This is an optimization exercise on Yosys and OpenROAD, whose aim is small area, a short achievable clock period and few clock cycles per item, not a production implementation. Where RTL was checked, it was by simulation tests only, not by an equivalence proof against the original. The RTL of run 1 was laid out without a check of its function.

==> flow/design.v, too long to show whole: its modules and the start of the top module <==
// module sorrel_cu: 304 lines
// module sorrel_mul: 1546 lines
module sorrel_cu (
    input  wire        clk,
    input  wire        rst,         
    input  wire        in_valid,
    output wire        in_ready,
    input  wire [15:0] in_instr,
    input  wire [31:0] in_data,
    output reg         out_valid,
    output reg  [31:0] out_data,
    output reg  [2:0]  out_flags    
);
  // ...
==> flow/flow/run.sh <==
#!/bin/bash
# The standard layout, with ORFS's timing repair aimed at a setup slack
# of SETUP_SLACK_MARGIN ns instead of 0, so that the repair sizes the logic
# for a short achieved period. The clock, its period and the I/O constraints
# are the design's, unchanged. The make output goes to standard.log.
set -euo pipefail
bash standard.sh SETUP_SLACK_MARGIN=20 finish > standard.log 2>&1
==> flow/standard.sh <==
#!/bin/bash
# synth_recipe.tcl (not shown) runs the flow's synth.tcl, then flattens the netlist and writes it again
# the make line also repeats each setting of config.mk as NAME=value (left out here)
make -C /OpenROAD-flow-scripts/flow DESIGN_CONFIG=/design/flow/config.mk WORK_HOME=/design/flow/orfs CLKGATE_MAP_FILE= SYNTH_SCRIPT=/design/flow/synth_recipe.tcl "${@:-finish}"
==> flow/config.mk <==
export PLATFORM = sky130hd
export DESIGN_NAME = sorrel_cu
export DESIGN_NICKNAME = sorrel_cu
export VERILOG_FILES = /design/flow/design.v
export SDC_FILE = /design/flow/constraint.sdc
export NUM_CORES = 8
export LEC_CHECK = 0
export CAP_MARGIN = 20
export CORE_MARGIN = 2
export CORE_UTILIZATION = 40
export PLACE_DENSITY = 0.6
export SLEW_MARGIN = 20
==> flow/constraint.sdc <==
create_clock -name core_clock -period 27.0 [get_ports {clk}]
set_input_delay 5.4000 -clock core_clock [delete_from_list [all_inputs] [get_ports {clk}]]
set_output_delay 5.4000 -clock core_clock [all_outputs]
set_load 0.01 [all_outputs]
==> metrics.md, run 1 <==
| Metric | Value |
|---|---|
| Crit end category | `register` |
| Cell Area, Synth | `101,000 µm²` |
| Mapped Nets | `11,500` |
| Cts hold-fix bufs | `0` |
| Hold Path Cell Cnt | `2` |
| Adder-Cell Fraction of Synth Area | `0.134` |
| Core Box Area | `251,000 µm²` |
| Syn_area_per_cell | `9.47 µm²` |
| Endpoints failing hold | `0` |
| Critical path's top delay family | `compound AO/OA/AOI/OAI gates` |
| Num sequential | `1,089` |
| Critical path's slowest cell | `o311ai_2` |
| DR iter-0 viols | `20,200` |
| Status | `timing/DRC/antenna clean` |
| Met2 Use GR | `0.607` |
| # diodes | `68` |
| All-layer global routing usage | `0.446` |
| Met1 Use GR | `0.538` |
| Flop2flop setup slack | `19,740 ps` |
| Post-DR vias/cell | `7.22` |
| Die Footprint | `255,000 µm²` |
| Reg2reg end | `e2_s[20]` |
| Bufs and invs on worst path | `8` |
==> module sorrel_cu, before the edit <==
module sorrel_cu (
    input  wire        clk,
    input  wire        rst,         
    input  wire        in_valid,
    output wire        in_ready,
    input  wire [15:0] in_instr,
    input  wire [31:0] in_data,
    output reg         out_valid,
    output reg  [31:0] out_data,
    output reg  [2:0]  out_flags    
);
    localparam [79:0] ACC_MAX = {1'b0, {79{1'b1}}};
    localparam [79:0] ACC_MIN = {1'b1, {79{1'b0}}};
    localparam [31:0] D_MAX   = 32'h7FFF_FFFF;
    localparam [31:0] D_MIN   = 32'h8000_0000;
    reg [31:0] d  [0:15];
    reg [15:0] ax [0:3];       
    reg [31:0] ah [0:3];       
    reg [31:0] al [0:3];       
    reg        t_flag;
    reg        aov;
    reg        sov;
    reg        cfg_sat;
    reg [1:0]  cfg_mode;
    reg [4:0]  cfg_scale;      
    reg        rdy;
    reg        ir_v;
    reg [15:0] ir;
    reg [31:0] ir_d;
    reg [3:0]  ir_xi;          
    reg [3:0]  ir_yi;          
    assign in_ready = rdy;
    wire [1:0] i_cls = in_instr[15:14];
    wire [4:0] i_op  = in_instr[13:9];
    wire i_c0   = (i_cls == 2'b00);
    wire i_mac  = i_c0 & (i_op >= 5'h01) & (i_op <= 5'h04);
    wire i_lda  = i_c0 & (i_op == 5'h05);
    wire i_std  = (i_cls == 2'b10) & ~in_instr[13] & ~in_instr[4];
    wire i_ux   = i_c0 & (((i_op >= 5'h0C) & (i_op <= 5'h10)) |
                          ((i_op >= 5'h14) & (i_op <= 5'h1A)));
    wire i_uy   = i_c0 & (((i_op >= 5'h0C) & (i_op <= 5'h15)) |
                          ((i_op >= 5'h19) & (i_op <= 5'h1B)));
    wire [3:0] i_xi = i_mac ? {1'b0, in_instr[6:4]} :
                      i_lda ? in_instr[6:3] :
                      i_std ? in_instr[3:0] : in_instr[8:5];
    wire [3:0] i_yi = i_mac ? {1'b1, in_instr[3:1]} : in_instr[4:1];
    wire e1_go  = ir_v & rdy;
    wire [1:0] c1 = ir[15:14];
    wire [4:0] o1 = ir[13:9];
    wire e1_c0  = (c1 == 2'b00);
    wire e1_rnd = e1_c0 & (o1 == 5'h0B);
    wire hazard = e1_go & e1_rnd & in_valid &
                  (((i_mac | i_lda | i_std | i_ux) & (i_xi == ir[8:5])) |
                   ((i_mac | i_uy) & (i_yi == ir[8:5])));
    always @(posedge clk) begin
        if (rst) begin
            rdy  <= 1'b1;
            ir_v <= 1'b0;
        end else begin
            rdy <= ~hazard;
            if (rdy) ir_v <= in_valid;
        end
        if (rdy) begin
            ir    <= in_instr;
            ir_d  <= in_data;
            ir_xi <= i_xi;
            ir_yi <= i_yi;
        end
    end
    reg        e2_v;
    reg [15:0] e2_ir;
    reg [79:0] e2_s;           
    reg [79:0] e2_c;           
    reg        e2_sp;          
    reg        e2_ovf;         
    reg        e2_sg;          
    reg        e2_satop;       
    reg        e2_t;           
    reg        e2_dwe;         
    reg        e2_rnd;         
    reg [3:0]  e2_dst;         
    reg [1:0]  e2_pi;          
    wire [31:0] e2_dval = (e2_satop & e2_ovf & cfg_sat) ? (e2_sg ? D_MIN : D_MAX)
                                                        : e2_s[31:0];
    wire [31:0] xr = d[ir_xi];
    wire [31:0] yr = d[ir_yi];
    wire fwd_x = e2_v & e2_dwe & (e2_dst == ir_xi);
    wire fwd_y = e2_v & e2_dwe & (e2_dst == ir_yi);
    wire [31:0] xv = fwd_x ? e2_dval : xr;
    wire [31:0] yv = fwd_y ? e2_dval : yr;
    wire        e1_mul = e1_c0 & (o1 >= 5'h01) & (o1 <= 5'h04);
    wire        neg1   = (o1 == 5'h03) | (o1 == 5'h04);         
    wire [79:0] ms, mc;
    sorrel_mul u_mul (.a(xv), .b(yv), .neg(neg1), .s(ms), .c(mc));
    wire        sp1    = (xv[31] ^ yv[31] ^ neg1) & (|xv) & (|yv);
    wire o_add  = (o1 == 5'h0C);
    wire o_sub  = (o1 == 5'h0D);
    wire o_and  = (o1 == 5'h0E);
    wire o_or   = (o1 == 5'h0F);
    wire o_xor  = (o1 == 5'h10);
    wire o_mov  = (o1 == 5'h11);
    wire o_neg  = (o1 == 5'h12);
    wire o_abs  = (o1 == 5'h13);
    wire o_min  = (o1 == 5'h14);
    wire o_max  = (o1 == 5'h15);
    wire o_asr  = (o1 == 5'h16);
    wire o_lsl  = (o1 == 5'h17);
    wire o_lsr  = (o1 == 5'h18);
    wire o_eq   = (o1 == 5'h19);
    wire o_lt   = (o1 == 5'h1A);
    wire o_norm = (o1 == 5'h1B);
    wire        zero_a = o_neg | o_abs;
    wire        inv_b  = o_sub | o_neg | o_min | o_max | o_lt | (o_abs & yv[31]);
    wire [32:0] add_a  = zero_a ? 33'd0 : {xv[31], xv};
    wire [32:0] add_b  = {yv[31], yv} ^ {33{inv_b}};
    wire [32:0] sum33  = add_a + add_b + {32'd0, inv_b};
    wire        ovf1   = sum33[32] ^ sum33[31];
    wire        lt1    = sum33[32];
    wire [4:0]  dsh    = ir[4:0];
    reg  [31:0] sh_in, sh_rev;
    integer k1, k2;
    always @* begin
        for (k1 = 0; k1 < 32; k1 = k1 + 1) sh_in[k1] = o_lsl ? xv[31 - k1] : xv[k1];
    end
    wire        sh_fill = o_asr & xv[31];
    wire [63:0] sh_ext  = {{32{sh_fill}}, sh_in} >> dsh;
    always @* begin
        for (k2 = 0; k2 < 32; k2 = k2 + 1) sh_rev[k2] = o_lsl ? sh_ext[31 - k2] : sh_ext[k2];
    end
    wire [31:0] nz0 = {yv[30:0] ^ {31{yv[31]}}, 1'b1};
    wire        nb4 = ~|nz0[31:16];
    wire [15:0] nz1 = nb4 ? nz0[15:0] : nz0[31:16];
    wire        nb3 = ~|nz1[15:8];
    wire [7:0]  nz2 = nb3 ? nz1[7:0] : nz1[15:8];
    wire        nb2 = ~|nz2[7:4];
    wire [3:0]  nz3 = nb2 ? nz2[3:0] : nz2[7:4];
    wire        nb1 = ~|nz3[3:2];
    wire [1:0]  nz4 = nb1 ? nz3[1:0] : nz3[3:2];
    wire        nb0 = ~nz4[1];
    wire [4:0]  norm1 = {nb4, nb3, nb2, nb1, nb0};
    wire        pick_x = (o_min & lt1) | (o_max & ~lt1);
    wire [3:0]  tt = o_and ? 4'b1000 : o_or ? 4'b1110 : o_xor ? 4'b0110 :
                     pick_x ? 4'b1100 : 4'b1010;
    wire [31:0] logic1 = (xv & yv & {32{tt[3]}}) | (xv & ~yv & {32{tt[2]}}) |
                         (~xv & yv & {32{tt[1]}}) | (~xv & ~yv & {32{tt[0]}});
    wire        use_sum = o_add | o_sub | o_neg | o_abs;
    wire        use_sh  = o_asr | o_lsl | o_lsr;
    wire [31:0] alu1 = use_sum ? sum33[31:0] : use_sh ? sh_rev :
                       o_norm  ? {27'd0, norm1} : logic1;
    wire e1_ldi  = (c1 == 2'b01);
    wire e1_alu  = e1_c0 & (o1 >= 5'h0C);
    wire [31:0] v1 = e1_ldi ? ir_d : e1_alu ? alu1 : xv;    
    wire e1_dwe = (e1_c0 & (((o1 >= 5'h0C) & (o1 <= 5'h18)) | o_norm)) |
                  (e1_ldi & ~ir[4]);
    always @(posedge clk) begin
        if (rst) e2_v <= 1'b0;
        else     e2_v <= e1_go;
        e2_ir    <= ir;
        e2_s     <= e1_mul ? ms : {ms[79:32], v1};
        e2_c     <= mc;
        e2_sp    <= sp1;
        e2_ovf   <= ovf1;
        e2_sg    <= sum33[32];
        e2_satop <= o_add | o_sub | o_neg | o_abs;
        e2_t     <= o_eq ? (xv == yv) : lt1;
        e2_dwe   <= e1_dwe;
        e2_rnd   <= e1_rnd;
        e2_dst   <= e1_ldi ? ir[3:0] : ir[8:5];
        e2_pi    <= (c1 == 2'b10) ? ir[1:0] :
                    e1_rnd        ? ir[4:3] : ir[8:7];
    end
    wire [1:0] c2 = e2_ir[15:14];
    wire [4:0] o2 = e2_ir[13:9];
    wire       e2_c0 = e2_v & (c2 == 2'b00);
    wire [79:0] an = {ax[e2_pi], ah[e2_pi], al[e2_pi]};
    wire [1:0]  mi = e2_ir[6:5];
    wire [79:0] am = {ax[mi], ah[mi], al[mi]};
    wire m_mul  = (o2 >= 5'h01) & (o2 <= 5'h04);
    wire m_acc  = (o2 == 5'h02) | (o2 == 5'h03);
    wire m_adda = (o2 == 5'h06);
    wire m_suba = (o2 == 5'h07);
    wire use_an = m_acc | m_adda | m_suba;
    wire [79:0] x1 = use_an ? an : 80'd0;
    wire [79:0] y1 = m_mul ? e2_s : (am ^ {80{m_suba}});
    wire [79:0] z1 = m_mul ? e2_c : {79'd0, m_suba};
    wire [79:0] cs_s = x1 ^ y1 ^ z1;
    wire [79:0] cs_c = (x1 & y1) | (x1 & z1) | (y1 & z1);
    wire [79:0] r2   = cs_s + {cs_c[78:0], 1'b0};
    wire        s2   = m_mul ? e2_sp : (am[79] ^ m_suba);
    wire        aovf = use_an & (an[79] == s2) & (r2[79] != an[79]);
    wire [79:0] rsat = (aovf & cfg_sat) ? (an[79] ? ACC_MIN : ACC_MAX) : r2;
    wire        m_asla = (o2 == 5'h09);
    wire        m_asra = (o2 == 5'h0A);
    wire [4:0]  ash    = e2_ir[6:2];
    reg  [79:0] ash_in, ash_out;
    integer q1, q2, q3, q4;
    always @* begin
        for (q1 = 0; q1 < 80; q1 = q1 + 1) ash_in[q1] = m_asla ? an[79 - q1] : an[q1];
    end
    wire         ash_fill = m_asra & an[79];
    wire [159:0] ash_ext  = {{80{ash_fill}}, ash_in} >> ash;
    always @* begin
        for (q2 = 0; q2 < 80; q2 = q2 + 1) ash_out[q2] = m_asla ? ash_ext[79 - q2] : ash_ext[q2];
    end
    reg  [30:0] ash_msk;
    always @* begin
        for (q3 = 0; q3 < 31; q3 = q3 + 1) ash_msk[q3] = (q3 < ash);
    end
    wire        asla_ovf = m_asla & (|((an[78:48] ^ {31{an[79]}}) & {ash_msk[0], ash_msk[1], ash_msk[2], ash_msk[3], ash_msk[4], ash_msk[5], ash_msk[6], ash_msk[7], ash_msk[8], ash_msk[9], ash_msk[10], ash_msk[11], ash_msk[12], ash_msk[13], ash_msk[14], ash_msk[15], ash_msk[16], ash_msk[17], ash_msk[18], ash_msk[19], ash_msk[20], ash_msk[21], ash_msk[22], ash_msk[23], ash_msk[24], ash_msk[25], ash_msk[26], ash_msk[27], ash_msk[28], ash_msk[29], ash_msk[30]}));
    wire [79:0] ash_res  = (asla_ovf & cfg_sat) ? (an[79] ? ACC_MIN : ACC_MAX) : ash_out;
    wire [4:0]  ext_k = (cfg_mode == 2'b00) ? 5'd0 : cfg_scale;
    wire [4:0]  ext_j = ext_k + 5'd8;                   
    wire [48:0] ext_win_all = an[70:22] >> ext_j;
    wire [32:0] ext_win = ext_win_all[32:0];          
    wire        ext_g   = ext_win[0];
    wire [31:0] ext_q   = ext_win[32:1];
    reg  [15:0] ext_smsk;
    reg  [24:0] ext_hmsk;
    reg  [23:0] ext_hmsk2;
    always @* begin
        for (q4 = 0; q4 < 16; q4 = q4 + 1) ext_smsk[q4] = (q4 < ext_j);
        for (q4 = 0; q4 < 25; q4 = q4 + 1) ext_hmsk[q4] = (q4 >= ext_j);
        for (q4 = 0; q4 < 24; q4 = q4 + 1) ext_hmsk2[q4] = (q4 >= ext_j);
    end
    wire        ext_st  = (|an[21:0]) | (|(an[37:22] & ext_smsk));
    wire        ext_hib  = |((an[78:54] ^ {25{an[79]}}) & ext_hmsk);
    wire        ext_hib2 = |((an[78:55] ^ {24{an[79]}}) & ext_hmsk2);
    wire        ext_up  = ext_g & (ext_st | ext_q[0]);
    wire [31:0] ext_r   = ext_q + {31'd0, ext_up};
    wire        ext_qmx = (ext_q == D_MAX);
    wire        ext_ovf = ~ext_qmx ? ext_hib :
                          an[79]   ? (ext_hib2 | ~ext_up) : (ext_hib | ext_up);
    wire [31:0] ext_w   = (ext_ovf & cfg_sat) ? (an[79] ? D_MIN : D_MAX) : ext_r;
    wire e2_ldi  = e2_v & (c2 == 2'b01);
    wire e2_st   = e2_v & (c2 == 2'b10);
    wire e2_ctl  = e2_v & (c2 == 2'b11);
    wire [3:0] ctl = e2_ir[10:7];
    wire w_clrf  = e2_ctl & (ctl == 4'hC);
    wire w_sta   = e2_st & e2_ir[13];
    wire w_rnd   = e2_c0 & e2_rnd;
    wire [1:0] acc_wi   = e2_ldi ? e2_ir[1:0] : e2_ir[8:7];
    wire       acc_all  = e2_c0 & (o2 >= 5'h01) & (o2 <= 5'h0A);
    wire       acc_wx   = acc_all | (e2_ldi & (e2_ir[4:2] == 3'b110));
    wire       acc_wh   = acc_all | (e2_ldi & (e2_ir[4:2] == 3'b100));
    wire       acc_wl   = acc_all | (e2_ldi & (e2_ir[4:2] == 3'b101));
    reg [79:0] acc_val;
    always @* begin
        case (o2)
            5'h05:        acc_val = {{17{e2_s[31]}}, e2_s[31:0], 31'd0};    
            5'h08:        acc_val = 80'd0;                                  
            5'h09, 5'h0A: acc_val = ash_res;                                
            default:      acc_val = rsat;
        endcase
        if (c2 == 2'b01) acc_val = {e2_s[15:0], e2_s[31:0], e2_s[31:0]};   
    end
    wire        sov_set = (e2_c0 & e2_satop & e2_ovf) | ((w_rnd | w_sta) & ext_ovf);
    wire        aov_set = e2_c0 & (aovf | asla_ovf);
    reg [31:0] st_view;
    always @* begin
        case (e2_ir[4:2])
            3'b100:  st_view = an[63:32];
            3'b101:  st_view = an[31:0];
            3'b110:  st_view = {{16{an[79]}}, an[79:64]};
            default: st_view = e2_s[31:0];
        endcase
    end
    wire signed [4:0] scl_k   = $signed(e2_ir[4:0]);
    wire        [4:0] scl_val = (scl_k > 5'sd8)  ? 5'd8 :
                                (scl_k < -5'sd8) ? 5'b11000 : e2_ir[4:0];
    reg rst_q;
    always @(posedge clk) rst_q <= rst;
    wire        d_we  = (e2_v & e2_dwe) | w_rnd;
    wire [31:0] d_wv  = rst_q ? 32'd0 : w_rnd ? ext_w : e2_dval;
    wire [79:0] a_wv  = rst_q ? 80'd0 : acc_val;
    integer i;
    always @(posedge clk) begin
        for (i = 0; i < 16; i = i + 1)
            if (rst_q | (d_we & (e2_dst == i))) d[i] <= d_wv;
        for (i = 0; i < 4; i = i + 1) begin
            if (rst_q | (acc_wx & (acc_wi == i))) ax[i] <= a_wv[79:64];
            if (rst_q | (acc_wh & (acc_wi == i))) ah[i] <= a_wv[63:32];
            if (rst_q | (acc_wl & (acc_wi == i))) al[i] <= a_wv[31:0];
        end
        if (rst_q) begin
            t_flag    <= 1'b0;
            aov       <= 1'b0;
            sov       <= 1'b0;
            cfg_sat   <= 1'b1;
            cfg_mode  <= 2'b00;
            cfg_scale <= 5'd0;
        end else begin
            if (e2_c0 & ((o2 == 5'h19) | (o2 == 5'h1A))) t_flag <= e2_t;
            if (e2_c0 & (o2 == 5'h1E))                   t_flag <= an[79];
            aov <= w_clrf ? 1'b0 : (aov | aov_set);
            sov <= w_clrf ? 1'b0 : (sov | sov_set);
            if (e2_ctl & (ctl == 4'h7)) cfg_scale <= scl_val;
            if (e2_ctl & (ctl == 4'hA)) cfg_sat   <= e2_ir[0];
            if (e2_ctl & (ctl == 4'hB) & (e2_ir[1:0] != 2'b11)) cfg_mode <= e2_ir[1:0];
        end
        out_valid <= e2_st & ~rst;
        out_data  <= w_sta ? ext_w : st_view;
        out_flags <= {t_flag, aov, sov | (w_sta & ext_ovf)};
    end
endmodule
==> run 2: changes to the inputs <==
--- a/flow/design.v
+++ b/flow/design.v
@@ -9,10 +9,8 @@
     output reg  [31:0] out_data,
     output reg  [2:0]  out_flags    
 );
-    localparam [79:0] ACC_MAX = {1'b0, {79{1'b1}}};
-    localparam [79:0] ACC_MIN = {1'b1, {79{1'b0}}};
-    localparam [31:0] D_MAX   = 32'h7FFF_FFFF;
-    localparam [31:0] D_MIN   = 32'h8000_0000;
+    localparam [31:0] D_MAX = 32'h7FFF_FFFF;
+    localparam [31:0] D_MIN = 32'h8000_0000;
     reg [31:0] d  [0:15];
     reg [15:0] ax [0:3];       
     reg [31:0] ah [0:3];       
@@ -23,13 +21,26 @@
     reg        cfg_sat;
     reg [1:0]  cfg_mode;
     reg [4:0]  cfg_scale;      
+    reg [4:0]  ext_j;          
+    integer i0, i1, i2, i3, i4;
     reg        rdy;
     reg        ir_v;
     reg [15:0] ir;
     reg [31:0] ir_d;
-    reg [3:0]  ir_xi;          
-    reg [3:0]  ir_yi;          
+    reg [15:0] ir_xs;          
+    reg [15:0] ir_ys;          
+    reg        ir_fx;          
+    reg        ir_fy;          
     assign in_ready = rdy;
+    wire e1_go  = ir_v & rdy;
+    wire [1:0] c1 = ir[15:14];
+    wire [4:0] o1 = ir[13:9];
+    wire e1_c0  = (c1 == 2'b00);
+    wire e1_ldi = (c1 == 2'b01);
+    wire e1_rnd = e1_c0 & (o1 == 5'h0B);
+    wire e1_dwe = (e1_c0 & (((o1 >= 5'h0C) & (o1 <= 5'h18)) | (o1 == 5'h1B))) |
+                  (e1_ldi & ~ir[4]);
+    wire [3:0] e1_dst = e1_ldi ? ir[3:0] : ir[8:5];
     wire [1:0] i_cls = in_instr[15:14];
     wire [4:0] i_op  = in_instr[13:9];
     wire i_c0   = (i_cls == 2'b00);
@@ -40,18 +51,42 @@
                           ((i_op >= 5'h14) & (i_op <= 5'h1A)));
     wire i_uy   = i_c0 & (((i_op >= 5'h0C) & (i_op <= 5'h15)) |
                           ((i_op >= 5'h19) & (i_op <= 5'h1B)));
-    wire [3:0] i_xi = i_mac ? {1'b0, in_instr[6:4]} :
-                      i_lda ? in_instr[6:3] :
-                      i_std ? in_instr[3:0] : in_instr[8:5];
-    wire [3:0] i_yi = i_mac ? {1'b1, in_instr[3:1]} : in_instr[4:1];
-    wire e1_go  = ir_v & rdy;
-    wire [1:0] c1 = ir[15:14];
-    wire [4:0] o1 = ir[13:9];
-    wire e1_c0  = (c1 == 2'b00);
-    wire e1_rnd = e1_c0 & (o1 == 5'h0B);
-    wire hazard = e1_go & e1_rnd & in_valid &
-                  (((i_mac | i_lda | i_std | i_ux) & (i_xi == ir[8:5])) |
-                   ((i_mac | i_uy) & (i_yi == ir[8:5])));
+    wire i_xd   = ~(i_mac | i_lda | i_std);      
+    reg [15:0] f_a, f_b, f_63, f_30, f_85, f_41;
+    always @* begin
+        for (i0 = 0; i0 < 16; i0 = i0 + 1) begin
+            f_a[i0]  = (i0 < 8) & (in_instr[6:4] == i0 % 8);
+            f_b[i0]  = (i0 >= 8) & (in_instr[3:1] == i0 % 8);
+            f_63[i0] = (in_instr[6:3] == i0);
+            f_30[i0] = (in_instr[3:0] == i0);
+            f_85[i0] = (in_instr[8:5] == i0);
+            f_41[i0] = (in_instr[4:1] == i0);
+        end
+    end
+    wire [15:0] i_xo = ({16{i_mac}} & f_a) | ({16{i_lda}} & f_63) |
+                       ({16{i_std}} & f_30) | ({16{i_xd}} & f_85);
+    wire [15:0] i_yo = ({16{i_mac}} & f_b) | ({16{~i_mac}} & f_41);
+    wire       wg = e1_go & e1_dwe;
+    wire [3:0] wd = e1_dst;
+    wire       rg = e1_go & e1_rnd;
+    wire [3:0] rd = ir[8:5];
+    reg [15:0] e1_wr;
+    always @* begin
+        for (i0 = 0; i0 < 16; i0 = i0 + 1) e1_wr[i0] = wg & (wd == i0);
+    end
+    wire i_fx = wg & ((i_mac & ~wd[3] & (in_instr[6:4] == wd[2:0])) |
+                      (i_lda & (in_instr[6:3] == wd)) |
+                      (i_std & (in_instr[3:0] == wd)) |
+                      (i_xd  & (in_instr[8:5] == wd)));
+    wire i_fy = wg & ((i_mac & wd[3] & (in_instr[3:1] == wd[2:0])) |
+                      (~i_mac & (in_instr[4:1] == wd)));
+    wire hazard = in_valid & rg &
+                  ((i_mac & ((~rd[3] & (in_instr[6:4] == rd[2:0])) |
+                             ( rd[3] & (in_instr[3:1] == rd[2:0])))) |
+                   (i_lda & (in_instr[6:3] == rd)) |
+                   (i_std & (in_instr[3:0] == rd)) |
+                   (i_ux  & (in_instr[8:5] == rd)) |
+                   (i_uy  & (in_instr[4:1] == rd)));
     always @(posedge clk) begin
         if (rst) begin
             rdy  <= 1'b1;
@@ -63,8 +98,10 @@
         if (rdy) begin
             ir    <= in_instr;
             ir_d  <= in_data;
-            ir_xi <= i_xi;
-            ir_yi <= i_yi;
+            ir_fx <= i_fx;
+            ir_fy <= i_fy;
+            ir_xs <= i_xo & ~e1_wr;
+            ir_ys <= i_yo & ~e1_wr;
         end
     end
     reg        e2_v;
@@ -78,27 +115,199 @@
     reg        e2_t;           
     reg        e2_dwe;         
     reg        e2_rnd;         
-    reg [3:0]  e2_dst;         
-    reg [1:0]  e2_pi;          
+    reg [15:0] e2_dw;          
+    reg [3:0]  e2_ps;          
+    reg [3:0]  e2_qs;          
+    reg [3:0]  e2_aw;          
+    reg        e2_mul;         
+    reg        e2_usean;       
+    reg        e2_adda;
+    reg        e2_suba;
+    reg        e2_asla;
+    reg        e2_asra;
+    reg        e2_lda;
+    reg        e2_clra;
+    reg        e2_accw;        
+    reg        e2_wx;          
+    reg        e2_wh;          
+    reg        e2_wl;          
+    reg        e2_tcmp;        
+    reg        e2_sgna;
+    reg        e2_st;          
+    reg        e2_sta;
+    reg        e2_clrf;
+    reg        e2_scl;
+    reg        e2_setsat;
+    reg        e2_setmode;
     wire [31:0] e2_dval = (e2_satop & e2_ovf & cfg_sat) ? (e2_sg ? D_MIN : D_MAX)
                                                         : e2_s[31:0];
-    wire [31:0] xr = d[ir_xi];
-    wire [31:0] yr = d[ir_yi];
-    wire fwd_x = e2_v & e2_dwe & (e2_dst == ir_xi);
-    wire fwd_y = e2_v & e2_dwe & (e2_dst == ir_yi);
-    wire [31:0] xv = fwd_x ? e2_dval : xr;
-    wire [31:0] yv = fwd_y ? e2_dval : yr;
+    reg [31:0] xv, yv;
+    always @* begin
+        xv = e2_dval & {32{ir_fx}};
+        yv = e2_dval & {32{ir_fy}};
+        for (i1 = 0; i1 < 16; i1 = i1 + 1) begin
+            xv = xv | (d[i1] & {32{ir_xs[i1]}});
+            yv = yv | (d[i1] & {32{ir_ys[i1]}});
+        end
+    end
     wire        e1_mul = e1_c0 & (o1 >= 5'h01) & (o1 <= 5'h04);
     wire        neg1   = (o1 == 5'h03) | (o1 == 5'h04);         
     wire [79:0] ms, mc;
     sorrel_mul u_mul (.a(xv), .b(yv), .neg(neg1), .s(ms), .c(mc));
     wire        sp1    = (xv[31] ^ yv[31] ^ neg1) & (|xv) & (|yv);
+    wire [31:0] alu1;
+    wire        ovf1, sg1, t1;
+    sorrel_alu u_alu (.xv(xv), .yv(yv), .o1(o1), .dsh(ir[4:0]),
+                      .alu1(alu1), .ovf1(ovf1), .sg1(sg1), .t1(t1));
+    wire e1_alu = e1_c0 & (o1 >= 5'h0C);
+    wire [31:0] v1 = e1_ldi ? ir_d : e1_alu ? alu1 : xv;    
+    wire e1_st  = (c1 == 2'b10);
+    wire e1_ctl = (c1 == 2'b11);
+    wire [1:0] e1_pi = e1_st ? ir[1:0] : e1_rnd ? ir[4:3] : ir[8:7];
+    wire [1:0] e1_ai = e1_ldi ? ir[1:0] : ir[8:7];
+    always @(posedge clk) begin
+        if (rst) e2_v <= 1'b0;
+        else     e2_v <= e1_go;
+        e2_ir    <= ir;
+        e2_s     <= e1_mul ? ms : {ms[79:32], v1};
+        e2_c     <= mc;
+        e2_sp    <= sp1;
+        e2_ovf   <= ovf1;
+        e2_sg    <= sg1;
+        e2_t     <= t1;
+        e2_satop <= e1_go & e1_c0 & ((o1 == 5'h0C) | (o1 == 5'h0D) |
+                                     (o1 == 5'h12) | (o1 == 5'h13));
+        e2_dwe   <= e1_go & e1_dwe;
+        e2_rnd   <= e1_go & e1_rnd;
+        for (i2 = 0; i2 < 16; i2 = i2 + 1) e2_dw[i2] <= (e1_dst == i2);
+        for (i2 = 0; i2 < 4; i2 = i2 + 1) begin
+            e2_ps[i2] <= (e1_pi == i2);
+            e2_qs[i2] <= (ir[6:5] == i2);
+            e2_aw[i2] <= (e1_ai == i2);
+        end
+        e2_mul     <= e1_mul;
+        e2_usean   <= e1_c0 & ((o1 == 5'h02) | (o1 == 5'h03) | (o1 == 5'h06) | (o1 == 5'h07));
+        e2_adda    <= e1_c0 & (o1 == 5'h06);
+        e2_suba    <= e1_c0 & (o1 == 5'h07);
+        e2_asla    <= e1_c0 & (o1 == 5'h09);
+        e2_asra    <= e1_c0 & (o1 == 5'h0A);
+        e2_lda     <= e1_c0 & (o1 == 5'h05);
+        e2_clra    <= e1_c0 & (o1 == 5'h08);
+        e2_accw    <= e1_go & e1_c0 & (o1 >= 5'h01) & (o1 <= 5'h0A);
+        e2_wx      <= e1_go & e1_ldi & (ir[4:2] == 3'b110);
+        e2_wh      <= e1_go & e1_ldi & (ir[4:2] == 3'b100);
+        e2_wl      <= e1_go & e1_ldi & (ir[4:2] == 3'b101);
+        e2_tcmp    <= e1_go & e1_c0 & ((o1 == 5'h19) | (o1 == 5'h1A));
+        e2_sgna    <= e1_go & e1_c0 & (o1 == 5'h1E);
+        e2_st      <= e1_go & e1_st;
+        e2_sta     <= e1_go & e1_st & ir[13];
+        e2_clrf    <= e1_go & e1_ctl & (ir[10:7] == 4'hC);
+        e2_scl     <= e1_go & e1_ctl & (ir[10:7] == 4'h7);
+        e2_setsat  <= e1_go & e1_ctl & (ir[10:7] == 4'hA);
+        e2_setmode <= e1_go & e1_ctl & (ir[10:7] == 4'hB) & (ir[1:0] != 2'b11);
+    end
+    reg [79:0] an, am;
+    always @* begin
+        an = 80'd0;
+        am = 80'd0;
+        for (i3 = 0; i3 < 4; i3 = i3 + 1) begin
+            an = an | ({ax[i3], ah[i3], al[i3]} & {80{e2_ps[i3]}});
+            am = am | ({ax[i3], ah[i3], al[i3]} & {80{e2_qs[i3]}});
+        end
+    end
+    wire [79:0] rsat;
+    wire        aovf;
+    sorrel_accadd u_acc (.an(an), .am(am), .e2_s(e2_s), .e2_c(e2_c), .e2_sp(e2_sp),
+                         .m_mul(e2_mul), .use_an(e2_usean), .m_adda(e2_adda),
+                         .m_suba(e2_suba), .cfg_sat(cfg_sat), .rsat(rsat), .aovf(aovf));
+    wire [79:0] ash_res;
+    wire        asla_ovf;
+    sorrel_ash u_ash (.an(an), .m_asla(e2_asla), .m_asra(e2_asra), .ash(e2_ir[6:2]),
+                      .cfg_sat(cfg_sat), .ash_res(ash_res), .asla_ovf(asla_ovf));
+    wire [31:0] ext_w;
+    wire        ext_ovf;
+    sorrel_ext u_ext (.an(an), .ext_j(ext_j), .cfg_sat(cfg_sat),
+                      .ext_w(ext_w), .ext_ovf(ext_ovf));
+    wire sel_r   = ~rst_q & e2_accw & ~(e2_lda | e2_clra | e2_asla | e2_asra);
+    wire sel_sh  = ~rst_q & (e2_asla | e2_asra);
+    wire sel_lda = ~rst_q & e2_lda;
+    wire sel_ldi = ~rst_q & ~e2_accw;
+    wire [79:0] a_wv = ({80{sel_r}}   & rsat) |
+                       ({80{sel_sh}}  & ash_res) |
+                       ({80{sel_lda}} & {{17{e2_s[31]}}, e2_s[31:0], 31'd0}) |
+                       ({80{sel_ldi}} & {e2_s[15:0], e2_s[31:0], e2_s[31:0]});
+    wire sov_set = (e2_satop & e2_ovf) | ((e2_rnd | e2_sta) & ext_ovf);
+    wire aov_set = e2_accw & (aovf | asla_ovf);
+    reg [31:0] st_view;
+    always @* begin
+        case (e2_ir[4:2])
+            3'b100:  st_view = an[63:32];
+            3'b101:  st_view = an[31:0];
+            3'b110:  st_view = {{16{an[79]}}, an[79:64]};
+            default: st_view = e2_s[31:0];
+        endcase
+    end
+    wire signed [4:0] scl_k   = $signed(e2_ir[4:0]);
+    wire        [4:0] scl_val = (scl_k > 5'sd8)  ? 5'd8 :
+                                (scl_k < -5'sd8) ? 5'b11000 : e2_ir[4:0];
+    reg rst_q;
+    always @(posedge clk) rst_q <= rst;
+    wire        d_we = e2_dwe | e2_rnd;
+    wire [31:0] d_wv = ({32{~rst_q & e2_rnd}} & ext_w) | ({32{~rst_q & ~e2_rnd}} & e2_dval);
+    wire        a_wx = e2_accw | e2_wx;
+    wire        a_wh = e2_accw | e2_wh;
+    wire        a_wl = e2_accw | e2_wl;
+    always @(posedge clk) begin
+        for (i4 = 0; i4 < 16; i4 = i4 + 1)
+            if (rst_q | (d_we & e2_dw[i4])) d[i4] <= d_wv;
+        for (i4 = 0; i4 < 4; i4 = i4 + 1) begin
+            if (rst_q | (a_wx & e2_aw[i4])) ax[i4] <= a_wv[79:64];
+            if (rst_q | (a_wh & e2_aw[i4])) ah[i4] <= a_wv[63:32];
+            if (rst_q | (a_wl & e2_aw[i4])) al[i4] <= a_wv[31:0];
+        end
+        if (rst_q) begin
+            t_flag    <= 1'b0;
+            aov       <= 1'b0;
+            sov       <= 1'b0;
+            cfg_sat   <= 1'b1;
+            cfg_mode  <= 2'b00;
+            cfg_scale <= 5'd0;
+            ext_j     <= 5'd8;
+        end else begin
+            if (e2_tcmp) t_flag <= e2_t;
+            if (e2_sgna) t_flag <= an[79];
+            aov <= e2_clrf ? 1'b0 : (aov | aov_set);
+            sov <= e2_clrf ? 1'b0 : (sov | sov_set);
+            if (e2_scl) begin
+                cfg_scale <= scl_val;
+                if (cfg_mode != 2'b00) ext_j <= scl_val + 5'd8;
+            end
+            if (e2_setsat) cfg_sat <= e2_ir[0];
+            if (e2_setmode) begin
+                cfg_mode <= e2_ir[1:0];
+                ext_j    <= (e2_ir[1:0] == 2'b00) ? 5'd8 : cfg_scale + 5'd8;
+            end
+        end
+        out_valid <= e2_st & ~rst;
+        out_data  <= e2_sta ? ext_w : st_view;
+        out_flags <= {t_flag, aov, sov | (e2_sta & ext_ovf)};
+    end
+endmodule
+module sorrel_alu (
+    input  wire [31:0] xv,
+    input  wire [31:0] yv,
+    input  wire [4:0]  o1,
+    input  wire [4:0]  dsh,
+    output wire [31:0] alu1,
+    output wire        ovf1,
+    output wire        sg1,
+    output wire        t1
+);
     wire o_add  = (o1 == 5'h0C);
     wire o_sub  = (o1 == 5'h0D);
     wire o_and  = (o1 == 5'h0E);
     wire o_or   = (o1 == 5'h0F);
     wire o_xor  = (o1 == 5'h10);
-    wire o_mov  = (o1 == 5'h11);
     wire o_neg  = (o1 == 5'h12);
     wire o_abs  = (o1 == 5'h13);
     wire o_min  = (o1 == 5'h14);
@@ -114,16 +323,19 @@
     wire [32:0] add_a  = zero_a ? 33'd0 : {xv[31], xv};
     wire [32:0] add_b  = {yv[31], yv} ^ {33{inv_b}};
     wire [32:0] sum33  = add_a + add_b + {32'd0, inv_b};
-    wire        ovf1   = sum33[32] ^ sum33[31];
+    assign      ovf1   = sum33[32] ^ sum33[31];
     wire        lt1    = sum33[32];
-    wire [4:0]  dsh    = ir[4:0];
     reg  [31:0] sh_in, sh_rev;
     integer k1, k2;
     always @* begin
         for (k1 = 0; k1 < 32; k1 = k1 + 1) sh_in[k1] = o_lsl ? xv[31 - k1] : xv[k1];
     end
     wire        sh_fill = o_asr & xv[31];
-    wire [63:0] sh_ext  = {{32{sh_fill}}, sh_in} >> dsh;
+    wire [31:0] sh_l0 = dsh[0] ? {{1{sh_fill}},  sh_in[31:1]}  : sh_in;
+    wire [31:0] sh_l1 = dsh[1] ? {{2{sh_fill}},  sh_l0[31:2]}  : sh_l0;
+    wire [31:0] sh_l2 = dsh[2] ? {{4{sh_fill}},  sh_l1[31:4]}  : sh_l1;
+    wire [31:0] sh_l3 = dsh[3] ? {{8{sh_fill}},  sh_l2[31:8]}  : sh_l2;
+    wire [31:0] sh_ext = dsh[4] ? {{16{sh_fill}}, sh_l3[31:16]} : sh_l3;
     always @* begin
         for (k2 = 0; k2 < 32; k2 = k2 + 1) sh_rev[k2] = o_lsl ? sh_ext[31 - k2] : sh_ext[k2];
     end
@@ -145,41 +357,27 @@
                          (~xv & yv & {32{tt[1]}}) | (~xv & ~yv & {32{tt[0]}});
     wire        use_sum = o_add | o_sub | o_neg | o_abs;
     wire        use_sh  = o_asr | o_lsl | o_lsr;
-    wire [31:0] alu1 = use_sum ? sum33[31:0] : use_sh ? sh_rev :
+    assign      alu1 = use_sum ? sum33[31:0] : use_sh ? sh_rev :
                        o_norm  ? {27'd0, norm1} : logic1;
-    wire e1_ldi  = (c1 == 2'b01);
-    wire e1_alu  = e1_c0 & (o1 >= 5'h0C);
-    wire [31:0] v1 = e1_ldi ? ir_d : e1_alu ? alu1 : xv;    
-    wire e1_dwe = (e1_c0 & (((o1 >= 5'h0C) & (o1 <= 5'h18)) | o_norm)) |
-                  (e1_ldi & ~ir[4]);
-    always @(posedge clk) begin
-        if (rst) e2_v <= 1'b0;
-        else     e2_v <= e1_go;
-        e2_ir    <= ir;
-        e2_s     <= e1_mul ? ms : {ms[79:32], v1};
-        e2_c     <= mc;
-        e2_sp    <= sp1;
-        e2_ovf   <= ovf1;
-        e2_sg    <= sum33[32];
-        e2_satop <= o_add | o_sub | o_neg | o_abs;
-        e2_t     <= o_eq ? (xv == yv) : lt1;
-        e2_dwe   <= e1_dwe;
-        e2_rnd   <= e1_rnd;
-        e2_dst   <= e1_ldi ? ir[3:0] : ir[8:5];
-        e2_pi    <= (c1 == 2'b10) ? ir[1:0] :
-                    e1_rnd        ? ir[4:3] : ir[8:7];
-    end
-    wire [1:0] c2 = e2_ir[15:14];
-    wire [4:0] o2 = e2_ir[13:9];
-    wire       e2_c0 = e2_v & (c2 == 2'b00);
-    wire [79:0] an = {ax[e2_pi], ah[e2_pi], al[e2_pi]};
-    wire [1:0]  mi = e2_ir[6:5];
-    wire [79:0] am = {ax[mi], ah[mi], al[mi]};
-    wire m_mul  = (o2 >= 5'h01) & (o2 <= 5'h04);
-    wire m_acc  = (o2 == 5'h02) | (o2 == 5'h03);
-    wire m_adda = (o2 == 5'h06);
-    wire m_suba = (o2 == 5'h07);
-    wire use_an = m_acc | m_adda | m_suba;
+    assign sg1 = sum33[32];
+    assign t1  = o_eq ? (xv == yv) : lt1;
+endmodule
+module sorrel_accadd (
+    input  wire [79:0] an,
+    input  wire [79:0] am,
+    input  wire [79:0] e2_s,
+    input  wire [79:0] e2_c,
+    input  wire        e2_sp,
+    input  wire        m_mul,
+    input  wire        use_an,
+    input  wire        m_adda,
+    input  wire        m_suba,
+    input  wire        cfg_sat,
+    output wire [79:0] rsat,
+    output wire        aovf
+);
+    localparam [79:0] ACC_MAX = {1'b0, {79{1'b1}}};
+    localparam [79:0] ACC_MIN = {1'b1, {79{1'b0}}};
     wire [79:0] x1 = use_an ? an : 80'd0;
     wire [79:0] y1 = m_mul ? e2_s : (am ^ {80{m_suba}});
     wire [79:0] z1 = m_mul ? e2_c : {79'd0, m_suba};
@@ -187,31 +385,59 @@
     wire [79:0] cs_c = (x1 & y1) | (x1 & z1) | (y1 & z1);
     wire [79:0] r2   = cs_s + {cs_c[78:0], 1'b0};
     wire        s2   = m_mul ? e2_sp : (am[79] ^ m_suba);
-    wire        aovf = use_an & (an[79] == s2) & (r2[79] != an[79]);
-    wire [79:0] rsat = (aovf & cfg_sat) ? (an[79] ? ACC_MIN : ACC_MAX) : r2;
-    wire        m_asla = (o2 == 5'h09);
-    wire        m_asra = (o2 == 5'h0A);
-    wire [4:0]  ash    = e2_ir[6:2];
+    assign      aovf = use_an & (an[79] == s2) & (r2[79] != an[79]);
+    assign      rsat = (aovf & cfg_sat) ? (an[79] ? ACC_MIN : ACC_MAX) : r2;
+endmodule
+module sorrel_ash (
+    input  wire [79:0] an,
+    input  wire        m_asla,
+    input  wire        m_asra,
+    input  wire [4:0]  ash,
+    input  wire        cfg_sat,
+    output wire [79:0] ash_res,
+    output wire        asla_ovf
+);
+    localparam [79:0] ACC_MAX = {1'b0, {79{1'b1}}};
+    localparam [79:0] ACC_MIN = {1'b1, {79{1'b0}}};
     reg  [79:0] ash_in, ash_out;
-    integer q1, q2, q3, q4;
+    reg  [30:0] ash_msk;       
+    integer q1, q2, q3;
     always @* begin
         for (q1 = 0; q1 < 80; q1 = q1 + 1) ash_in[q1] = m_asla ? an[79 - q1] : an[q1];
     end
-    wire         ash_fill = m_asra & an[79];
-    wire [159:0] ash_ext  = {{80{ash_fill}}, ash_in} >> ash;
+    wire        ash_fill = m_asra & an[79];
+    wire [79:0] ash_l0 = ash[0] ? {{1{ash_fill}},  ash_in[79:1]}  : ash_in;
+    wire [79:0] ash_l1 = ash[1] ? {{2{ash_fill}},  ash_l0[79:2]}  : ash_l0;
+    wire [79:0] ash_l2 = ash[2] ? {{4{ash_fill}},  ash_l1[79:4]}  : ash_l1;
+    wire [79:0] ash_l3 = ash[3] ? {{8{ash_fill}},  ash_l2[79:8]}  : ash_l2;
+    wire [79:0] ash_ext = ash[4] ? {{16{ash_fill}}, ash_l3[79:16]} : ash_l3;
     always @* begin
         for (q2 = 0; q2 < 80; q2 = q2 + 1) ash_out[q2] = m_asla ? ash_ext[79 - q2] : ash_ext[q2];
     end
-    reg  [30:0] ash_msk;
+    reg         ash_bad;
     always @* begin
-        for (q3 = 0; q3 < 31; q3 = q3 + 1) ash_msk[q3] = (q3 < ash);
+        ash_bad = 1'b0;
+        for (q3 = 0; q3 < 31; q3 = q3 + 1)
+            ash_bad = ash_bad | ((q3 < ash) & (an[78 - q3] ^ an[79]));
     end
-    wire        asla_ovf = m_asla & (|((an[78:48] ^ {31{an[79]}}) & {ash_msk[0], ash_msk[1], ash_msk[2], ash_msk[3], ash_msk[4], ash_msk[5], ash_msk[6], ash_msk[7], ash_msk[8], ash_msk[9], ash_msk[10], ash_msk[11], ash_msk[12], ash_msk[13], ash_msk[14], ash_msk[15], ash_msk[16], ash_msk[17], ash_msk[18], ash_msk[19], ash_msk[20], ash_msk[21], ash_msk[22], ash_msk[23], ash_msk[24], ash_msk[25], ash_msk[26], ash_msk[27], ash_msk[28], ash_msk[29], ash_msk[30]}));
-    wire [79:0] ash_res  = (asla_ovf & cfg_sat) ? (an[79] ? ACC_MIN : ACC_MAX) : ash_out;
-    wire [4:0]  ext_k = (cfg_mode == 2'b00) ? 5'd0 : cfg_scale;
-    wire [4:0]  ext_j = ext_k + 5'd8;                   
-    wire [48:0] ext_win_all = an[70:22] >> ext_j;
-    wire [32:0] ext_win = ext_win_all[32:0];          
+    assign      asla_ovf = m_asla & ash_bad;
+    assign      ash_res  = (asla_ovf & cfg_sat) ? (an[79] ? ACC_MIN : ACC_MAX) : ash_out;
+endmodule
+module sorrel_ext (
+    input  wire [79:0] an,
+    input  wire [4:0]  ext_j,
+    input  wire        cfg_sat,
+    output wire [31:0] ext_w,
+    output wire        ext_ovf
+);
+    localparam [31:0] D_MAX = 32'h7FFF_FFFF;
+    localparam [31:0] D_MIN = 32'h8000_0000;
+    integer q4;
+    wire [47:0] ext_s16 = ext_j[4] ? {6'd0, an[79:38]} : an[69:22];
+    wire [39:0] ext_s8  = ext_j[3] ? ext_s16[47:8] : ext_s16[39:0];
+    wire [35:0] ext_s4  = ext_j[2] ? ext_s8[39:4]  : ext_s8[35:0];
+    wire [33:0] ext_s2  = ext_j[1] ? ext_s4[35:2]  : ext_s4[33:0];
+    wire [32:0] ext_win = ext_j[0] ? ext_s2[33:1]  : ext_s2[32:0];
     wire        ext_g   = ext_win[0];
     wire [31:0] ext_q   = ext_win[32:1];
     reg  [15:0] ext_smsk;
@@ -228,79 +454,9 @@
     wire        ext_up  = ext_g & (ext_st | ext_q[0]);
     wire [31:0] ext_r   = ext_q + {31'd0, ext_up};
     wire        ext_qmx = (ext_q == D_MAX);
-    wire        ext_ovf = ~ext_qmx ? ext_hib :
+    assign      ext_ovf = ~ext_qmx ? ext_hib :
                           an[79]   ? (ext_hib2 | ~ext_up) : (ext_hib | ext_up);
-    wire [31:0] ext_w   = (ext_ovf & cfg_sat) ? (an[79] ? D_MIN : D_MAX) : ext_r;
-    wire e2_ldi  = e2_v & (c2 == 2'b01);
-    wire e2_st   = e2_v & (c2 == 2'b10);
-    wire e2_ctl  = e2_v & (c2 == 2'b11);
-    wire [3:0] ctl = e2_ir[10:7];
-    wire w_clrf  = e2_ctl & (ctl == 4'hC);
-    wire w_sta   = e2_st & e2_ir[13];
-    wire w_rnd   = e2_c0 & e2_rnd;
-    wire [1:0] acc_wi   = e2_ldi ? e2_ir[1:0] : e2_ir[8:7];
-    wire       acc_all  = e2_c0 & (o2 >= 5'h01) & (o2 <= 5'h0A);
-    wire       acc_wx   = acc_all | (e2_ldi & (e2_ir[4:2] == 3'b110));
-    wire       acc_wh   = acc_all | (e2_ldi & (e2_ir[4:2] == 3'b100));
-    wire       acc_wl   = acc_all | (e2_ldi & (e2_ir[4:2] == 3'b101));
-    reg [79:0] acc_val;
-    always @* begin
-        case (o2)
-            5'h05:        acc_val = {{17{e2_s[31]}}, e2_s[31:0], 31'd0};    
-            5'h08:        acc_val = 80'd0;                                  
-            5'h09, 5'h0A: acc_val = ash_res;                                
-            default:      acc_val = rsat;
-        endcase
-        if (c2 == 2'b01) acc_val = {e2_s[15:0], e2_s[31:0], e2_s[31:0]};   
-    end
-    wire        sov_set = (e2_c0 & e2_satop & e2_ovf) | ((w_rnd | w_sta) & ext_ovf);
-    wire        aov_set = e2_c0 & (aovf | asla_ovf);
-    reg [31:0] st_view;
-    always @* begin
-        case (e2_ir[4:2])
-            3'b100:  st_view = an[63:32];
-            3'b101:  st_view = an[31:0];
-            3'b110:  st_view = {{16{an[79]}}, an[79:64]};
-            default: st_view = e2_s[31:0];
-        endcase
-    end
-    wire signed [4:0] scl_k   = $signed(e2_ir[4:0]);
-    wire        [4:0] scl_val = (scl_k > 5'sd8)  ? 5'd8 :
-                                (scl_k < -5'sd8) ? 5'b11000 : e2_ir[4:0];
-    reg rst_q;
-    always @(posedge clk) rst_q <= rst;
-    wire        d_we  = (e2_v & e2_dwe) | w_rnd;
-    wire [31:0] d_wv  = rst_q ? 32'd0 : w_rnd ? ext_w : e2_dval;
-    wire [79:0] a_wv  = rst_q ? 80'd0 : acc_val;
-    integer i;
-    always @(posedge clk) begin
-        for (i = 0; i < 16; i = i + 1)
-            if (rst_q | (d_we & (e2_dst == i))) d[i] <= d_wv;
-        for (i = 0; i < 4; i = i + 1) begin
-            if (rst_q | (acc_wx & (acc_wi == i))) ax[i] <= a_wv[79:64];
-            if (rst_q | (acc_wh & (acc_wi == i))) ah[i] <= a_wv[63:32];
-            if (rst_q | (acc_wl & (acc_wi == i))) al[i] <= a_wv[31:0];
-        end
-        if (rst_q) begin
-            t_flag    <= 1'b0;
-            aov       <= 1'b0;
-            sov       <= 1'b0;
-            cfg_sat   <= 1'b1;
-            cfg_mode  <= 2'b00;
-            cfg_scale <= 5'd0;
-        end else begin
-            if (e2_c0 & ((o2 == 5'h19) | (o2 == 5'h1A))) t_flag <= e2_t;
-            if (e2_c0 & (o2 == 5'h1E))                   t_flag <= an[79];
-            aov <= w_clrf ? 1'b0 : (aov | aov_set);
-            sov <= w_clrf ? 1'b0 : (sov | sov_set);
-            if (e2_ctl & (ctl == 4'h7)) cfg_scale <= scl_val;
-            if (e2_ctl & (ctl == 4'hA)) cfg_sat   <= e2_ir[0];
-            if (e2_ctl & (ctl == 4'hB) & (e2_ir[1:0] != 2'b11)) cfg_mode <= e2_ir[1:0];
-        end
-        out_valid <= e2_st & ~rst;
-        out_data  <= w_sta ? ext_w : st_view;
-        out_flags <= {t_flag, aov, sov | (w_sta & ext_ovf)};
-    end
+    assign      ext_w   = (ext_ovf & cfg_sat) ? (an[79] ? D_MIN : D_MAX) : ext_r;
 endmodule
 module sorrel_mul (
     input  wire [31:0] a,
==> flow/flow/run.sh (replaced) <==
#!/bin/bash
# The standard layout with two changes:
# - synthesis maps the logic with an area-oriented ABC script (flow/synth.tcl,
#   flow/abc_area.script); everything else of the standard synthesis stays;
# - ORFS's timing repair aims at a setup slack of SETUP_SLACK_MARGIN ns
#   instead of 0, so that it sizes the logic for a short achieved period.
# The clock, its period and the I/O constraints are the design's, unchanged.
# The make output goes to standard.log; ORFS's own logs are under orfs/logs.
set -euo pipefail
export FLOW_FLOW_WORK="$PWD"
export FLOW_FLOW_ABC_SCRIPT="$PWD/flow/abc_area.script"
bash standard.sh SYNTH_SCRIPT="$PWD/flow/synth.tcl" SETUP_SLACK_MARGIN=20.5 finish > standard.log 2>&1
==> flow/flow/abc_area.script (new file) <==
&get -n
&st
&dch
&nf -a
&st
&dch
&nf -a
&put
topo
stime -c
buffer -c
upsize -c
dnsize -c
==> flow/flow/synth.tcl (new file) <==
# The standard synthesis (synth_recipe.tcl in the work folder), with one
# change: Yosys's abc command maps the logic with flow/abc_area.script
# instead of ORFS's script. Flip-flops are mapped before abc and abc does not
# touch them, so the registers, their names and cell types are those of the
# standard synthesis.
proc abc {args} {
  set i [lsearch -exact $args -script]
  if {$i >= 0} { lset args [expr {$i + 1}] $::env(FLOW_FLOW_ABC_SCRIPT) }
  yosys abc {*}$args
}
source $::env(FLOW_FLOW_WORK)/synth_recipe.tcl
--- a/flow/config.mk
+++ b/flow/config.mk
@@ -5,8 +5,9 @@
 export SDC_FILE = /design/flow/constraint.sdc
 export NUM_CORES = 8
 export LEC_CHECK = 0
+export ABC_AREA = 1
 export CAP_MARGIN = 20
 export CORE_MARGIN = 2
-export CORE_UTILIZATION = 40
+export CORE_UTILIZATION = 45
 export PLACE_DENSITY = 0.6
 export SLEW_MARGIN = 20
==> run 2 against run 1 <==
Compared with the run above: routed wire length decreased by 13%; clock skew fell by 36 ps; register-to-register slack better by 290 ps; die area down 18%.
==> metrics.md, run 2 <==
| Metric | Value |
|---|---|
| Worst-path clk slew | `60 ps` |
| Syn_area_per_cell | `9.25 µm² (-2.3%)` |
| Most frequent cells after synthesis | `nand2_1 (1,041), edfxtp_1 (914), o21ai_0 (716)` |
| Worst hold margin | `406 ps` |
| Worst hold start | `ir[1]` |
| Final #Nets | `10,900` |
| Commonest non-fill, non-tap cell in the layout | `nand2_1` |
| Critical path fanouts, max | `74` |
| Max Freq | `144 MHz` |
| Total vias in the final route | `95,000` |
| Setup Skew | `74.9 ps` |
| Wire per inst | `40.8 µm` |
| Bufs and invs on worst path | `3 (-5)` |
| Die Height | `458 µm` |
| Core Box Area | `205,000 µm² (-18%)` |
| Mapped Nets | `10,900 (-5.3%)` |
| MaxCap Viol Count | `0` |
| FF-to-FF path depth | `17` |
| Post-DP HPWL | `337 mm` |
| Slew HR | `0.109` |
| Die Footprint | `210,000 µm² (-18%)` |
| DR iter-0 viols | `20,200 (-0.11%)` |
| Tmin final | `6970 ps` |
| Setup TNS | `0 ps` |
| Hold Path Cell Cnt | `0 (-2)` |
| Distinct cells, synth | `96` |
| All-layer global routing usage | `0.483 (+0.0362)` |
| Largest net degree at the start of global routing | `145` |
| Worst slack at placement | `17,770 ps` |
| Crit end category | `register` |
| Count leader, synth | `nand2_1` |
| Reg2reg end | `ah[3][30]` |
| Syn Inst Count | `10,000` |
| Register area share after synthesis | `0.348` |
| Seq cells post-synth | `1,154` |
| Max Transition Viols Final | `0` |
| Most frequent cells in the layout | `nand2_1 (1,013), edfxtp_1 (914), inv_1 (623), xnor2_1 (610), o21ai_0 (606)` |
| Top flop regs | `d x512, ah x128, al x128` |
| Final instance area | `110,000 µm²` |
| H-tree depth | `4` |
| Area Growth Syn to Fin | `19.0%` |
| WL final | `527 mm` |
| Cell Area, Synth | `92,700 µm² (-7.8%)` |
| CP most frequent cell | `nor2_1` |
| Critical Path Source Type | `register` |
| Routed Antenna Nets | `0` |
| Max FFs per register | `512` |
| Measured slew at the worst slew-check pin | `1320 ps` |
| Endpoints failing hold | `0 (unchanged)` |
| Clk Latency, worst-skew pair | `900 ps` |
| TritonCTS clock tree | `done` |
| Synth area leader | `edfxtp_1` |
| Post-placement cell count | `12,300` |
| Largest cells by area after synthesis | `edfxtp_1 (30%), fa_1 (10%), xnor2_1 (6.1%)` |
| Number of buffers added on ports | `87` |
| Post-DP Area | `97,100 µm²` |
| Initial Util | `0.453` |
| Initial antenna violation count | `55` |
| IO Count | `88` |
| DR pass1 iterations | `13` |
| Post-synth top area share | `0.296` |
| Post-Layout Cell Count | `12,900` |
| First-pass GRT wire length | `711 mm` |
| Crit Path Class | `register to register` |
| Total congestion overflow | `0` |
| RSZ-0062 raised after global routing | `true` |
| Cts hold-fix bufs | `0 (unchanged)` |
| Clk buf depth | `3` |
| Async SR Flop Fraction | `0` |
| Flop2flop setup slack | `20,030 ps (+290 ps)` |
| CP Cell Sequence | `buf_16, a222oi_1, nand2_1, xnor2_1, nor2_1, o221a_2, a31oi_1, nand4_1, a211oi_1, nor2_1, nand2_2, buf_4, nor2_1, nor3_2, buf_4, o21ai_0, nand4_1` |
| Root Buffer | `clkbuf_16` |
| Final period util | `0.258` |
| Crit Reg-Reg Startpoint | `e2_ps[2]` |
| Layout cell share with drive strength beyond 1 | `0.164` |
| Ys Warns | `8` |
| Largest Register | `d` |
| Hold WC Path Type | `register to register` |
| Critical path's slowest cell | `o21ai_0` |
| EDFF count, synth | `914` |
| Crit path DAT | `7660 ps` |
| Vias in the first global route | `87,900` |
| Req. time, crit path | `27,690 ps` |
| WHS Endpoint | `e2_ir[1]` |
| Placer Congestion | `1.13` |
| Top_reg_cell synth | `edfxtp_1` |
| Die width | `458 µm` |
| Post-DR vias/cell | `7.35 (+1.8%)` |
| Crit-path max cell delay | `740 ps` |
| Status | `timing/DRC/antenna clean` |
| DRC | `0` |
| # setup viols final | `0` |
| Final Core Density | `0.539` |
| Critical path's top delay family | `simple AND/OR/NAND/NOR gates` |
| Critical path depth | `17` |
| Clock Sinks | `1,154` |
| Filler cell count | `18,200` |
| Row count | `166` |
| TritonCTS buffer count | `136` |
| PnR worst setup slack | `20,030 ps` |
run 2: worst max path at each step:
stage                 start         to  slack, ps
3_3_place_gp       e2_qs[0]  ax[0][13]      16840
2_1_floorplan  in_instr[15]   ir_xs[7]      20220
6_report           e2_ps[2]  ah[3][30]      20030
5_1_grt            e2_qs[0]  ax[2][13]      20050
3_5_place_dp       e2_ps[1]   ah[0][6]      17770
4_1_cts                 rdy   in_ready      20250
run 2: layout make-up:
cell class | count | area, µm² | share of cell area
well taps | 2688 | 3360 | 0.0305
diodes | 63 | 158 | 0.00143
inverters | 646 | 2480 | 0.0224
multi-input cells | 7338 | 58200 | 0.527
flip-flops and latches | 1154 | 32400 | 0.293
clock inverters | 85 | 1080 | 0.00976
repair buffers | 791 | 9170 | 0.0831
clock buffers | 168 | 3560 | 0.0323
run 2: cell families (layout without fill, tap and decap cells):
group                      count (synthesis)  in the layout  synth area share
AOI/OAI and AO/OA                       3243           3250             0.231
and+or+nand+nor                         2266           2267             0.108
buffers and inverters                   1534           1690            0.0632
DFF                                     1154           1154             0.348
xor gates and xnor gates                 812            812            0.0767
adders and majority gates                782            782             0.145
muxes                                    227            227            0.0290
other                                      0             63                 0
run 2: per-layer routing:
layer / wire, µm / part of all wire / track usage
met5: 120 / 0.00023 / 0
met4: 58000 / 0.11 / 0.398
met3: 84700 / 0.16 / 0.198
met2: 208000 / 0.39 / 0.670
met1: 177000 / 0.34 / 0.583
run 2: repair_timing:
item                       4_1_cts  5_1_grt
setup endpoints to repair     1029      970
setup buffers                  170      129
resized for setup              887      378
gates cloned                    45       16
pin swaps                      137      212
Testbench counts of run 2, summed over its fixed seeds: cycles 24,368, instrs 24,256.
==> run 3: changes to the inputs <==
--- a/flow/design.v
+++ b/flow/design.v
@@ -97,12 +97,12 @@
         end
         if (rdy) begin
             ir    <= in_instr;
-            ir_d  <= in_data;
-            ir_fx <= i_fx;
-            ir_fy <= i_fy;
             ir_xs <= i_xo & ~e1_wr;
             ir_ys <= i_yo & ~e1_wr;
         end
+        ir_d  <= in_data;
+        ir_fx <= i_fx;
+        ir_fy <= i_fy;
     end
     reg        e2_v;
     reg [15:0] e2_ir;
==> flow/flow/run.sh (replaced) <==
#!/bin/bash
# The standard layout, with ORFS's timing repair aimed at a setup slack
# of SETUP_SLACK_MARGIN ns instead of 0, so that the repair sizes the logic
# for a short achieved period. The synthesis, the clock, its period and the
# I/O constraints are the design's, unchanged. The make output goes to
# standard.log; ORFS's own logs are under orfs/logs.
set -euo pipefail
bash standard.sh SETUP_SLACK_MARGIN=20.5 finish > standard.log 2>&1
removed: flow/flow/abc_area.script
removed: flow/flow/synth.tcl
==> run 3 against run 2 <==
Compared with the run above: maximum frequency grew 2.5%; utilization shrank 2.5 points; first-iteration DRC count shrank 16%; synthesized area grew 5.8%; critical endpoint is now out_flags[2].
==> metrics.md, run 3 <==
| Metric | Value |
|---|---|
| Crit Reg-Reg Startpoint | `e2_ps[3]` |
| Total vias in the final route | `104,000 (+9.4%)` |
| Commonest non-fill, non-tap cell in the layout | `nand2_1` |
| Status | `timing/DRC/antenna clean` |
| Vias in the first global route | `96,400 (+9.7%)` |
| Count leader, synth | `nand2_1` |
| Critical path's top delay family | `flip-flops` |
| Final #Nets | `13,600 (+24%)` |
| Filler cell count | `21,000 (+15%)` |
| Final period util | `0.252 (-0.00635)` |
| Crit Path Class | `register to output pin` |
| Top flop regs | `d x512, ah x128, al x128` |
| Hold WC Path Type | `register to register` |
| EDFF count, synth | `880 (-3.7%)` |
| Syn Inst Count | `12,800 (+28%)` |
| Largest cells by area after synthesis | `edfxtp_1 (27%), nand2_1 (14%), fa_1 (9.9%)` |
| Core Box Area | `217,000 µm² (+5.9%)` |
| Total congestion overflow | `0 (unchanged)` |
| Req. time, crit path | `21,600 ps (-6090 ps)` |
| RSZ-0062 raised after global routing | `true` |
| Post-DR vias/cell | `6.61 (-10%)` |
| Largest Register | `d` |
| DRC | `0 (unchanged)` |
| Setup TNS | `0 ps (unchanged)` |
| Post-placement cell count | `15,300 (+25%)` |
| Largest net degree at the start of global routing | `95 (-34%)` |
| Distinct cells, synth | `71 (-26%)` |
| Clk buf depth | `3 (unchanged)` |
| Row count | `171 (+3.0%)` |
| Critical path fanouts, max | `1 (-99%)` |
| Bufs and invs on worst path | `1 (-2)` |
| IO Count | `88 (unchanged)` |
| Die Footprint | `222,000 µm² (+5.8%)` |
| Ys Warns | `8 (unchanged)` |
| Cell Area, Synth | `98,100 µm² (+5.8%)` |
| Layout cell share with drive strength beyond 1 | `0.0999 (-0.0643)` |
| Most frequent cells in the layout | `nand2_1 (3,429), inv_1 (1,373), edfxtp_1 (880), o21ai_0 (750), nor2_1 (731)` |
| Wire per inst | `35.1 µm (-14%)` |
| Measured slew at the worst slew-check pin | `1280 ps (-44.1 ps)` |
| Synth area leader | `edfxtp_1` |
| Number of buffers added on ports | `87 (unchanged)` |
| Crit-path max cell delay | `420 ps (-320 ps)` |
| Syn_area_per_cell | `7.65 µm² (-17%)` |
| Clk Latency, worst-skew pair | `880 ps (-20 ps)` |
| Post-DP HPWL | `378 mm (+12%)` |
| Synth Area in Simple Gates | `0.221 (+0.113)` |
| Clock Sinks | `1,154 (unchanged)` |
| Max FFs per register | `512 (unchanged)` |
| Max Freq | `147 MHz (+2.5%)` |
| Most frequent cells after synthesis | `nand2_1 (3,529), inv_1 (1,420), edfxtp_1 (880)` |
| Area Growth Syn to Fin | `13.6%` |
| Initial Util | `0.452 (-0.000502)` |
| Main combinational cell family by area after synthesis | `simple AND/OR/NAND/NOR gates` |
| Crit end category | `output pin` |
| WL final | `553 mm (+4.9%)` |
| Routed Antenna Nets | `0 (unchanged)` |
| Tmin final | `6790 ps (-171 ps)` |
| Worst-path clk slew | `50 ps (about the same)` |
| Seq cells post-synth | `1,154 (unchanged)` |
| All-layer global routing usage | `0.481 (-0.00187)` |
| Max Transition Viols Final | `0 (unchanged)` |
| Critical path's slowest cell | `dfxtp_4` |
| Start point of the critical path | `out_flags[2]` |
| Initial antenna violation count | `53 (-3.6%)` |
| Die width | `471 µm (+2.8%)` |
| Endpoints failing hold | `0 (unchanged)` |
| Xor/xnor cell area share of the yosys netlist | `0.0653 (-0.0115)` |
| First-pass GRT wire length | `752 mm (+5.9%)` |
| Placer Congestion | `1.22 (+7.7%)` |
| Top_reg_cell synth | `edfxtp_1` |
| Mux share of post-synthesis cell area | `0.00643 (-0.0225)` |
| Compound-Gate Fraction of Synth Area | `0.156 (-0.0749)` |
| CP Cell Sequence | `buf_6` |
| # setup viols final | `0 (unchanged)` |
| TritonCTS clock tree | `done` |
| Cts hold-fix bufs | `0 (unchanged)` |
| Post-synth top area share | `0.269 (-0.0267)` |
| Async SR Flop Fraction | `0 (unchanged)` |
| Mapped Nets | `13,700 (+26%)` |
| Root Buffer | `clkbuf_16` |
| Setup Skew | `121 ps (+46.5 ps)` |
| MaxCap Viol Count | `0 (unchanged)` |
| H-tree depth | `4 (unchanged)` |
| TritonCTS buffer count | `139 (+2.2%)` |
| Worst hold start | `t_flag` |
| DR pass1 iterations | `11 (-2)` |
| Slew HR | `0.142 (+0.0330)` |
| Crit path DAT | `1390 ps (-6270 ps)` |
| DR iter-0 viols | `16,900 (-16%)` |
| Register area share after synthesis | `0.325 (-0.0226)` |
| Critical Path Source Type | `register` |
| Post-Layout Cell Count | `15,700 (+22%)` |
| Adder-Cell Fraction of Synth Area | `0.137 (-0.00796)` |
| Die Height | `471 µm (+2.8%)` |
-- run 3: per-stage QoR --
stage / util / instance area [µm²] / setup WS [ps] / hold WS [ps]
6_report: 0.514 / 111000 / 20210 / 343
3_5_place_dp: 0.472 / 102000 / 18030 / 338
4_1_cts: 0.504 / 109000 / 20180 / 342
2_1_floorplan: - / 98200 / 20280 / 331
3_3_place_gp: 0.472 / 102000 / 18130 / 340
5_1_grt: 0.513 / 111000 / 20210 / 346
-- run 3: final cells by class --
type	count	area (µm²)	area share
Antenna cell	35	87.6	0.000786
Clock buffer	172	3740	0.0335
Clock inverter	84	1010	0.00905
Inverter	1486	5750	0.0516
Multi-Input combinational cell	9384	59500	0.534
Sequential cell	1154	32000	0.287
Tap cell	2854	3570	0.0321
Timing Repair Buffer	558	5740	0.0515
Timing Repair inverter	4	23.8	0.000213
-- run 3: cell families (layout without fill, tap and decap cells) --
logic type | after synthesis | in the layout
AO/OA/AOI/OAI | 2512 | 2512
XOR/XNOR | 730 | 730
adder cells (fa/ha/maj) | 782 | 782
buffers and inverters | 2297 | 2304
flip-flops | 1154 | 1154
multiplexers | 63 | 63
other | 0 | 35
AND/OR/NAND/NOR | 5290 | 5297
-- run 3: repair_timing --
action,CTS,global route
cloned,12,18
setup endpoints to repair,1028,944
pin swaps,24,46
resized for setup,610,334
buffers inserted,43,65
-- run 3: layer usage --
metal / wire [µm] / up-vias / global-route usage
met5: 583 / - / 0.0193
met4: 60900 / 44 / 0.407
met3: 78100 / 2676 / 0.185
met2: 224000 / 8845 / 0.688
met1: 189000 / 49700 / 0.564
li1: - / 42700 / -
-- run 3: path summary, 6_finish.rpt --
check                                     to  cells after the start  slack, ps
worst max register to register      ax[3][5]                     25      20410
worst min register to register  out_flags[2]                      0        340
worst max-delay path            out_flags[2]                      1      20210
worst min-delay path            out_flags[2]                      0        340
Testbench counts of run 3, summed over its fixed seeds: cycles 24,368, instrs 24,256.

-- afterwards: timing with drivers on the ports --
In the flow no input, the clock included, has a driving cell. The finished layouts below were timed again as built, in two steps. Step 1, drivers: a clkbuf_16 drives clk and a buf_2 each remaining input, both assumed. Step 2 also shifts input and output timing later by t, the mid clock arrival at the registers, as if the neighbouring blocks saw the same clock. Slacks: no drivers / after step 1 / after step 2; pairs: no drivers / after step 1.
| run | t, ns | setup slack, ns | hold WS [ns] | latest minus earliest clock arrival (ns) | worst register clock-pin slew, ns |
|---|---|---|---|---|---|
| run 1 | 0.951 | 19.742 / 19.742 / 19.195 | 0.446 / 0.446 / 0.446 | 0.110 / 0.110 | 0.08 / 0.08 |
| run 2 | 0.952 | 20.034 / 20.034 / 19.645 | 0.406 / 0.406 / 0.406 | 0.075 / 0.075 | 0.08 / 0.08 |
| run 3 | 0.915 | 20.206 / 20.111 / 19.683 | 0.343 / 0.343 / 0.343 | 0.121 / 0.121 | 0.07 / 0.07 |
After both steps setup and hold are still met in every run listed. The setup slack of run 1, which loses most, moves by 0.000 ns with the drivers and by -0.547 ns with both steps.
